This is an optimization exercise on Yosys and OpenROAD, whose aim is small area and a short achievable clock period, not a production implementation.
Function was checked by simulation only, so behaviour that the tests miss may differ from the original.
The flow treats the clock pin as an ideal source. Dropping or thinning the clock tree relies on that and would not hold on a real chip.

Setup of rev 12:
Design chk_unit, start of the top module:
module chk_unit (
    input  wire        clk,
    input  wire        rst,
    input  wire        in_valid,
    input  wire        in_first,
    input  wire        in_last,
    input  wire [2:0]  in_code,
    input  wire [63:0] in_data,
    input  wire [3:0]  in_nbytes,
    input  wire [2:0]  in_tail,
    output wire        out_valid,
    output wire [31:0] out_value
);
clock: 40.0 ns
lec_check: 0
cap_margin: 20
core_margin: 4
core_utilization: 60
gpl_timing_driven: 0
slew_margin: 20
synth_hierarchical: 1
standard.sh (not shown) runs the stock make flow with config.mk's settings and CLKGATE_MAP_FILE= SYNTH_SCRIPT=/design/flow/synth_recipe.tcl, a recipe that flattens the netlist after the stock synthesis.
==> flow/flow/run.sh <==
#!/bin/bash
# Standard synthesis and placement (port buffers of buf_1 cells), then
# flow/cts.tcl: a one-level clock tree, buf_2 output port buffers and
# dfxtp_2 for the flip-flops behind them; then the standard routing and finish.
set -euo pipefail
export BUFFER_PORTS_ARGS="-buffer_cell sky130_fd_sc_hd__buf_1"
bash standard.sh synth > synth.log 2>&1
bash standard.sh place > place.log 2>&1
RES=$PWD/orfs/results/sky130hd/chk_unit/base
RES=$RES CTS_CELL=sky130_fd_sc_hd__clkbuf_16 CTS_NBUF=4 CTS_SUB=1 OUT_BUF_CELL=sky130_fd_sc_hd__buf_2 OUT_FF_CELL=sky130_fd_sc_hd__dfxtp_2 FANOUT_FF_CELL=sky130_fd_sc_hd__dfxtp_4 FANOUT_FF_MIN=12 IN_BUF_CELL=sky130_fd_sc_hd__buf_2 IN_BUF_MIN=3 openroad -no_init -exit flow/cts.tcl > cts.log 2>&1
cp $RES/4_1_cts.odb $RES/4_cts.odb
bash standard.sh > layout.log 2>&1
==> flow/flow/cts.tcl <==
# Clock tree: the clock port drives a few clkbuf_16, each driving one cluster
# of flip-flops (k-means on their placed positions); then legalize.
set res $::env(RES)
set plat $::env(FLOW_HOME)/platforms/sky130hd
read_lef $plat/lef/sky130_fd_sc_hd.tlef
read_lef $plat/lef/sky130_fd_sc_hd_merged.lef
read_liberty $plat/lib/sky130_fd_sc_hd__tt_025C_1v80.lib
read_db $res/3_place.odb
read_sdc $res/3_place.sdc
source $plat/setRC.tcl
set nclu $::env(CTS_NBUF)
set block [ord::get_db_block]
set db [ord::get_db]
set clk [$block findNet clk]
set sinks {}
foreach it [$clk getITerms] { lappend sinks $it }
set n [llength $sinks]
puts "clock sinks: $n, clusters: $nclu"
# balanced k-means on points (xs, ys): returns list of cluster ids
proc kmeans {xs ys nclu} {
  set n [llength $xs]
  set order [lsort -real -indices $xs]
  set cx {}; set cy {}
  for {set k 0} {$k < $nclu} {incr k} {
    set i [lindex $order [expr {int(($k+0.5)*$n/$nclu)}]]
    lappend cx [lindex $xs $i]; lappend cy [lindex $ys $i]
  }
  set cap [expr {int(ceil(double($n)/$nclu))+2}]
  set asg [lrepeat $n 0]
  for {set iter 0} {$iter < 50} {incr iter} {
    set pairs {}
    for {set i 0} {$i < $n} {incr i} {
      for {set k 0} {$k < $nclu} {incr k} {
        set d [expr {abs([lindex $xs $i]-[lindex $cx $k]) + abs([lindex $ys $i]-[lindex $cy $k])}]
        lappend pairs [list $d $i $k]
      }
    }
    set pairs [lsort -real -index 0 $pairs]
    set asg [lrepeat $n -1]; set cnt [lrepeat $nclu 0]
    foreach p $pairs {
      lassign $p d i k
      if {[lindex $asg $i] >= 0} continue
      if {[lindex $cnt $k] >= $cap} continue
      lset asg $i $k; lset cnt $k [expr {[lindex $cnt $k]+1}]
    }
    set sx [lrepeat $nclu 0.0]; set sy [lrepeat $nclu 0.0]
    for {set i 0} {$i < $n} {incr i} {
      set k [lindex $asg $i]
      lset sx $k [expr {[lindex $sx $k]+[lindex $xs $i]}]
      lset sy $k [expr {[lindex $sy $k]+[lindex $ys $i]}]
    }
    for {set k 0} {$k < $nclu} {incr k} {
      if {[lindex $cnt $k] > 0} {
        lset cx $k [expr {[lindex $sx $k]/[lindex $cnt $k]}]
        lset cy $k [expr {[lindex $sy $k]/[lindex $cnt $k]}]
      }
    }
  }
  return [list $asg $cx $cy]
}
set xs {}; set ys {}
foreach it $sinks {
  set b [[$it getInst] getBBox]
  lappend xs [expr {([$b xMin]+[$b xMax])/2.0}]
  lappend ys [expr {([$b yMin]+[$b yMax])/2.0}]
}
lassign [kmeans $xs $ys $nclu] asg cx cy
set master [$db findMaster $::env(CTS_CELL)]
set w [$master getWidth]; set h [$master getHeight]
set nsub [expr {[info exists ::env(CTS_SUB)] ? $::env(CTS_SUB) : 1}]
proc mkbuf {name x y in {mname ""}} {
  global block master w h db
  set m $master
  if {$mname ne ""} { set m [$db findMaster $mname] }
  set w [$m getWidth]; set h [$m getHeight]
  set inst [odb::dbInst_create $block $m $name]
  $inst setLocation [expr {int($x - $w/2)}] [expr {int($y - $h/2)}]
  $inst setPlacementStatus PLACED
  set net [odb::dbNet_create $block "${name}_net"]
  $net setSigType CLOCK
  [$inst findITerm A] connect $in
  [$inst findITerm X] connect $net
  return $net
}
for {set k 0} {$k < $nclu} {incr k} {
  set idx {}
  for {set i 0} {$i < $n} {incr i} { if {[lindex $asg $i] == $k} { lappend idx $i } }
  if {$nsub <= 1} {
    set net [mkbuf "cts_buf_$k" [lindex $cx $k] [lindex $cy $k] $clk]
    foreach i $idx { set it [lindex $sinks $i]; $it disconnect; $it connect $net }
  } else {
    set sx {}; set sy {}
    foreach i $idx { lappend sx [lindex $xs $i]; lappend sy [lindex $ys $i] }
    lassign [kmeans $sx $sy $nsub] sasg scx scy
    # first-level buffer at the middle of its sub-cluster buffers
    set mx 0.0; set my 0.0
    for {set m 0} {$m < $nsub} {incr m} { set mx [expr {$mx+[lindex $scx $m]/$nsub}]; set my [expr {$my+[lindex $scy $m]/$nsub}] }
    set top [mkbuf "cts_buf_$k" $mx $my $clk]
    for {set m 0} {$m < $nsub} {incr m} {
      set net [mkbuf "cts_buf_${k}_$m" [lindex $scx $m] [lindex $scy $m] $top $::env(CTS_SUB_CELL)]
      for {set j 0} {$j < [llength $idx]} {incr j} {
        if {[lindex $sasg $j] == $m} { set it [lindex $sinks [lindex $idx $j]]; $it disconnect; $it connect $net }
      }
    }
  }
}
# optional: other cells for the output port buffers and for the flip-flops
# that drive them
foreach port [get_ports out_*] {
  set net [$block findNet [get_full_name $port]]
  foreach it [$net getITerms] {
    if {![$it isOutputSignal]} continue
    set buf [$it getInst]
    if {[info exists ::env(OUT_BUF_CELL)] && $::env(OUT_BUF_CELL) ne ""} {
      replace_cell [$buf getName] $::env(OUT_BUF_CELL)
    }
    set in [[$buf findITerm A] getNet]
    foreach it2 [$in getITerms] {
      if {![$it2 isOutputSignal]} continue
      set drv [$it2 getInst]
      if {[info exists ::env(OUT_FF_CELL)] && $::env(OUT_FF_CELL) ne ""
          && [string match "sky130_fd_sc_hd__dfxtp_*" [[$drv getMaster] getName]]} {
        replace_cell [$drv getName] $::env(OUT_FF_CELL)
      }
    }
  }
}
# optional: stronger flip-flops where one drives many loads, and stronger
# input port buffers where one drives several loads
if {[info exists ::env(FANOUT_FF_CELL)] && $::env(FANOUT_FF_CELL) ne ""} {
  foreach inst [$block getInsts] {
    if {![string match "sky130_fd_sc_hd__dfxtp_*" [[$inst getMaster] getName]]} continue
    set q [$inst findITerm Q]
    set net [$q getNet]
    if {$net eq "NULL"} continue
    if {[llength [$net getITerms]] - 1 >= $::env(FANOUT_FF_MIN)} { replace_cell [$inst getName] $::env(FANOUT_FF_CELL) }
  }
}
if {[info exists ::env(IN_BUF_CELL)] && $::env(IN_BUF_CELL) ne ""} {
  foreach port [get_ports in_*] {
    set net [$block findNet [get_full_name $port]]
    foreach it [$net getITerms] {
      set buf [$it getInst]
      set out [[$buf findITerm X] getNet]
      if {[llength [$out getITerms]] - 1 >= $::env(IN_BUF_MIN)} { replace_cell [$buf getName] $::env(IN_BUF_CELL) }
    }
  }
}
detailed_placement
check_placement -verbose
set_propagated_clock [all_clocks]
estimate_parasitics -placement
report_clock_skew
set mx 0
foreach p [all_registers -clock_pins] { set v [get_property $p slew_max]; if {$v > $mx} { set mx $v } }
puts "max clock pin slew (placement estimate): $mx"
report_check_types -max_slew -violators
report_checks -path_delay max -digits 3
write_db $res/4_1_cts.odb
write_sdc $res/4_cts.sdc
--- input diff rev 12..rev 13 ---
--- a/flow/flow/run.sh
+++ b/flow/flow/run.sh
@@ -3 +3 @@
-# flow/cts.tcl: a one-level clock tree, buf_2 output port buffers and
+# flow/cts.tcl: a two-level clock tree, buf_2 output port buffers and
@@ -10 +10 @@
-RES=$RES CTS_CELL=sky130_fd_sc_hd__clkbuf_16 CTS_NBUF=4 CTS_SUB=1 OUT_BUF_CELL=sky130_fd_sc_hd__buf_2 OUT_FF_CELL=sky130_fd_sc_hd__dfxtp_2 FANOUT_FF_CELL=sky130_fd_sc_hd__dfxtp_4 FANOUT_FF_MIN=12 IN_BUF_CELL=sky130_fd_sc_hd__buf_2 IN_BUF_MIN=3 openroad -no_init -exit flow/cts.tcl > cts.log 2>&1
+RES=$RES CTS_CELL=sky130_fd_sc_hd__clkbuf_8 CTS_NBUF=4 CTS_SUB=2 CTS_SUB_CELL=sky130_fd_sc_hd__clkbuf_16 OUT_BUF_CELL=sky130_fd_sc_hd__buf_2 OUT_FF_CELL=sky130_fd_sc_hd__dfxtp_2 FANOUT_FF_CELL=sky130_fd_sc_hd__dfxtp_4 FANOUT_FF_MIN=12 IN_BUF_CELL=sky130_fd_sc_hd__buf_2 IN_BUF_MIN=3 openroad -no_init -exit flow/cts.tcl > cts.log 2>&1
### Flow results
Compared with rev 12, rev 13 shows number of inserted filler cells in the final layout lower by about 2%. Taking rev 12 as the reference, in rev 13 worst path buffer plus inverter count went down 3, worst endpoint data arrival time lost 8110 ps, worst hold slack closely matched the old numbers. The endpoint of the most critical setup path comes out out_value[16] in one run and s_q[1]$_DFF_P_ in the other, namely in rev 13 and rev 12 respectively. In the metrics for rev 12 and rev 13, the one carrying the higher final area is rev 13. Type of the setup path with the least slack: reg2reg -> rev 12, reg2out -> rev 13. The number of nets in the layout of rev 13 is higher than that of rev 12.
No run of this note takes its clock network from TritonCTS; it comes from the design's own scripts or RTL.

---

chk_unit, a different RTL version from the one above (not shown whole).
Size: ~1800 cells after synthesis, roughly 120 flip-flops, ~14000 µm² of cells after synthesis.
==> flow/config.mk <==
export PLATFORM = sky130hd
export DESIGN_NAME = chk_unit
export DESIGN_NICKNAME = chk_unit
export VERILOG_FILES = /design/flow/design.v
export SDC_FILE = /design/flow/constraint.sdc
export NUM_CORES = 8
export LEC_CHECK = 0
export CAP_MARGIN = 20
export CORE_MARGIN = 2
export CORE_UTILIZATION = 40
export SLEW_MARGIN = 20
export SYNTH_HIERARCHICAL = 1
==> flow/constraint.sdc <==
create_clock -name core_clock -period 40.0 [get_ports {clk}]
set_input_delay 8.0000 -clock core_clock [delete_from_list [all_inputs] [get_ports {clk}]]
set_output_delay 8.0000 -clock core_clock [all_outputs]
set_load 0.01 [all_outputs]
==> flow/flow/run.sh <==
#!/bin/bash
# Standard synthesis and layout, with the port buffers made of buf_2 cells.
set -euo pipefail
bash standard.sh synth > synth.log 2>&1
BUFFER_PORTS_ARGS="-buffer_cell sky130_fd_sc_hd__buf_2" bash standard.sh > layout.log 2>&1
Rerun with:
- CORE_UTILIZATION: 40 -> 65
- CTS_CLUSTER_DIAMETER: unset -> 100
- CTS_CLUSTER_SIZE: unset -> 40
=>
- The changed run went through all stages and came out clean
- routed wire length decreases by 17%
- cell area decreases by 3.1%
- worst setup slack gains 0.12 ns
- via count increases by 3.7%
- sequential share of layout area increases by 0.47 points
- first-iteration DRC count increases by 65%
- non-clock buffer count decreases by 29
- synthesized cell count does not change

---

Another version of the RTL of chk_unit (not shown whole).
Size: roughly 1700 cells after synthesis, ~110 I/O pins, ~0.014 sq mm of cells after synthesis.
==> flow/config.mk <==
export PLATFORM = sky130hd
export DESIGN_NAME = chk_unit
export DESIGN_NICKNAME = chk_unit
export VERILOG_FILES = /design/flow/design.v
export SDC_FILE = /design/flow/constraint.sdc
export NUM_CORES = 8
export LEC_CHECK = 0
export CAP_MARGIN = 20
export CORE_MARGIN = 4
export CORE_UTILIZATION = 50
export GPL_TIMING_DRIVEN = 0
export SLEW_MARGIN = 20
export SYNTH_HIERARCHICAL = 1
==> flow/constraint.sdc <==
create_clock -name core_clock -period 40.0 [get_ports {clk}]
set_input_delay 8.0000 -clock core_clock [delete_from_list [all_inputs] [get_ports {clk}]]
set_output_delay 8.0000 -clock core_clock [all_outputs]
set_load 0.01 [all_outputs]
==> flow/flow/run.sh <==
#!/bin/bash
# Standard synthesis and placement (port buffers of buf_1 cells), then
# flow/cts.tcl: a two-level clock tree, buf_2 output port buffers and
# dfxtp_2 for the flip-flops behind them; then the standard routing and finish.
set -euo pipefail
export BUFFER_PORTS_ARGS="-buffer_cell sky130_fd_sc_hd__buf_1"
bash standard.sh synth > synth.log 2>&1
bash standard.sh place > place.log 2>&1
RES=$PWD/orfs/results/sky130hd/chk_unit/base
RES=$RES CTS_CELL=sky130_fd_sc_hd__clkbuf_8 CTS_NBUF=4 CTS_SUB=2 CTS_SUB_CELL=sky130_fd_sc_hd__clkbuf_16 OUT_BUF_CELL=sky130_fd_sc_hd__buf_2 OUT_FF_CELL=sky130_fd_sc_hd__dfxtp_2 openroad -no_init -exit flow/cts.tcl > cts.log 2>&1
cp $RES/4_1_cts.odb $RES/4_cts.odb
bash standard.sh > layout.log 2>&1
Other scripts of this flow, unchanged in this note and not shown: flow/flow/cts.tcl
Edit:
- CORE_UTILIZATION: 50 -> 60
The changed run passed the timing, design-rule and antenna checks.
Synthesized area does not change.
Utilization goes up by 10 points.
Cell area goes down by 1.4%.
Via count goes down by 0.73%.
Maximum frequency is about the same.
Global-route usage goes up by 3.4 points.
Wire length goes down by 9.0%.
First-iteration DRC count goes up by 21%.
Cell count goes down by 2.8%.
Worst setup slack gets better by 12 ps.
In every run of this note, the design's own scripts or RTL, not TritonCTS, make the clock network.

---

Setup of oak:
chk_unit, a different RTL version from the one above (not shown whole).
Size: ~1700 cells after synthesis, roughly 130 flip-flops, ~110 I/O pins, about 14000 um2 of cells after synthesis.
==> flow/config.mk <==
export PLATFORM = sky130hd
export DESIGN_NAME = chk_unit
export DESIGN_NICKNAME = chk_unit
export VERILOG_FILES = /design/flow/design.v
export SDC_FILE = /design/flow/constraint.sdc
export NUM_CORES = 8
export LEC_CHECK = 0
export CAP_MARGIN = 10
export CORE_MARGIN = 4
export CORE_UTILIZATION = 66
export GPL_TIMING_DRIVEN = 0
export SLEW_MARGIN = 10
export SYNTH_HIERARCHICAL = 1
==> flow/constraint.sdc <==
create_clock -name core_clock -period 40.0 [get_ports {clk}]
set_input_delay 8.0000 -clock core_clock [delete_from_list [all_inputs] [get_ports {clk}]]
set_output_delay 8.0000 -clock core_clock [all_outputs]
set_load 0.01 [all_outputs]
==> flow/flow/run.sh <==
#!/bin/bash
# Standard synthesis and placement (port buffers of buf_1 cells), then
# flow/cts.tcl: a two-level clock tree, buf_2 output port buffers and
# dfxtp_2 for the flip-flops behind them; then the standard routing and finish.
set -euo pipefail
export BUFFER_PORTS_ARGS="-buffer_cell sky130_fd_sc_hd__buf_1"
bash standard.sh synth > synth.log 2>&1
bash standard.sh place > place.log 2>&1
RES=$PWD/orfs/results/sky130hd/chk_unit/base
RES=$RES CTS_CELL=sky130_fd_sc_hd__clkbuf_8 OUT_BUF_CELL=sky130_fd_sc_hd__buf_2 FANOUT_FF_CELL=sky130_fd_sc_hd__dfxtp_4 FANOUT_FF_MIN=12 IN_BUF_CELL=sky130_fd_sc_hd__buf_2 IN_BUF_MIN=3 CTS_NBUF=4 CTS_SUB=2 CTS_SUB_CELL=sky130_fd_sc_hd__clkbuf_16 OUT_FF_CELL=sky130_fd_sc_hd__dfxtp_2 openroad -no_init -exit flow/cts.tcl > cts.log 2>&1
cp $RES/4_1_cts.odb $RES/4_cts.odb
bash standard.sh > layout.log 2>&1
Scripts as last shown in full above: flow/flow/cts.tcl
The layout from oak, despite a flow that completed every stage, fails the layout checks, with the failing checks listed as max-capacitance violations, max-slew violations.
Setup changes, oak to pine
Settings: SLEW_MARGIN now 20, was 10; CAP_MARGIN now 20, was 10.
==> flow/flow/run.sh <==
#!/bin/bash
# Standard synthesis and placement (port buffers of buf_1 cells), then
# flow/cts.tcl: a two-level clock tree, buf_2 output port buffers and
# dfxtp_4 for the flip-flops behind them; then the standard routing and finish.
set -euo pipefail
export BUFFER_PORTS_ARGS="-buffer_cell sky130_fd_sc_hd__buf_1"
bash standard.sh synth > synth.log 2>&1
bash standard.sh place > place.log 2>&1
RES=$PWD/orfs/results/sky130hd/chk_unit/base
RES=$RES CTS_CELL=sky130_fd_sc_hd__clkbuf_8 OUT_BUF_CELL=sky130_fd_sc_hd__buf_2 FANOUT_FF_CELL=sky130_fd_sc_hd__dfxtp_4 FANOUT_FF_MIN=12 IN_BUF_CELL=sky130_fd_sc_hd__buf_2 IN_BUF_MIN=3 CTS_NBUF=4 CTS_SUB=2 CTS_SUB_CELL=sky130_fd_sc_hd__clkbuf_16 OUT_FF_CELL=sky130_fd_sc_hd__dfxtp_4 openroad -no_init -exit flow/cts.tcl > cts.log 2>&1
cp $RES/4_1_cts.odb $RES/4_cts.odb
bash standard.sh > layout.log 2>&1
Notes after the runs:
pine | status: complete | timing, DRC, antenna: pass. When the final numbers for pine and oak were put side by side, the number of global-route vias before repair turned out to be smaller in oak. Diff oak -> pine: design area rose by 1.4%, detailed-route wire length on metal 1 rose by about 1%. From oak to pine the numbers moved as follows: data arrival time of the worst path comparable; die area comparable. Run comparison: oak master of the slowest instance on the critical path sky130_fd_sc_hd__dfxtp_2; pine master of the slowest instance on the critical path sky130_fd_sc_hd__dfxtp_4. On final worst clock skew, pine tracks oak almost exactly. On pine: wire length of the first global-routing pass is 990 um higher than what oak gave.
#### Input delta (birch over pine)
Settings: CORE_UTILIZATION: 66 -> 72.
==> flow/flow/run.sh <==
#!/bin/bash
# Standard synthesis and placement (port buffers of buf_1 cells), then
# flow/cts.tcl: a two-level clock tree, buf_2 output port buffers and
# dfxtp_2 for the flip-flops behind them; then the standard routing and finish.
set -euo pipefail
export BUFFER_PORTS_ARGS="-buffer_cell sky130_fd_sc_hd__buf_1"
bash standard.sh synth > synth.log 2>&1
bash standard.sh place > place.log 2>&1
RES=$PWD/orfs/results/sky130hd/chk_unit/base
RES=$RES CTS_CELL=sky130_fd_sc_hd__clkbuf_8 CTS_NBUF=4 CTS_SUB=3 CTS_SUB_CELL=sky130_fd_sc_hd__clkbuf_8 OUT_BUF_CELL=sky130_fd_sc_hd__buf_2 OUT_FF_CELL=sky130_fd_sc_hd__dfxtp_2 FANOUT_FF_CELL=sky130_fd_sc_hd__dfxtp_4 FANOUT_FF_MIN=12 IN_BUF_CELL=sky130_fd_sc_hd__buf_2 IN_BUF_MIN=3 openroad -no_init -exit flow/cts.tcl > cts.log 2>&1
cp $RES/4_1_cts.odb $RES/4_cts.odb
bash standard.sh > layout.log 2>&1
Minimum clock period after layout delta (birch − pine): unfavourable
Lower cell area was reported by birch, not pine.
Routed wire length on met2: birch < pine
In terms of portion of the clock cycle consumed by the worst path in the final layout, birch and pine differ only marginally.
The following lists how maple was set up differently from birch:
Settings: swapping 72 for 66 in CORE_UTILIZATION.
## What came out
Min routed length on met1 across birch and maple: birch. Comparing birch and maple, the lower HPWL after detailed placement was measured on birch. Across both runs, global-route wire length before repair was higher for maple than for birch. [compare] base=birch new=maple: final routed wirelength across all metal layers held; amount of wire on met3 after detailed routing went down 8.6%; detailed-route wire length per cell went down about 0.45%. The final worst-path cycle share on maple is in line with that on birch. maple against birch: number of standard cells in the layout, taps in and fillers out has increased.
No run of this note takes its clock network from TritonCTS; it comes from the design's own scripts or RTL.

-- re-timing with driven ports --
No port has a modelled driver above. Below, the same layouts with a new extraction and two added sets of constraints.
Step 1 sets driving cells, clkbuf_16 on the clock port and buf_2 on the other inputs (assumed; they add their load-dependent delay and slew).
Step 2 adds t to the input delays and takes it off the output delays; t is the mean of the earliest and latest rising clock arrival at the registers after step 1. Input paths then give back, and output paths get back, about the clock's delay inside the block.
a / b / c = no drivers / after step 1 / after step 2; a / b = the first two.
run | t (ns) | setup WS [ns] | worst setup path after step 2
rev 12 | 0.273 | 31.172 / 31.172 / 31.127 | input to register
rev 13 | 0.370 | 31.226 / 31.136 / 31.060 | input to register
the first run of note 2 | 0.490 | 30.851 / 30.798 / 31.167 | input to register
the second run of note 2 | 0.478 | 30.975 / 30.922 / 31.162 | input to register
the first run of note 3 | 0.387 | 30.860 / 30.942 / 30.555 | input to register
the second run of note 3 | 0.396 | 30.872 / 30.964 / 30.569 | input to register
oak | 0.399 | 31.234 / 31.117 / 31.140 | input to register
pine | 0.406 | 31.224 / 31.100 / 31.182 | input to register
birch | 0.371 | 31.187 / 31.101 / 31.132 | input to register
maple | 0.389 | 31.234 / 31.125 / 31.167 | input to register
The setup slack of the first run of note 3, which loses most, moves by +0.082 ns with the drivers and by -0.305 ns with both steps.
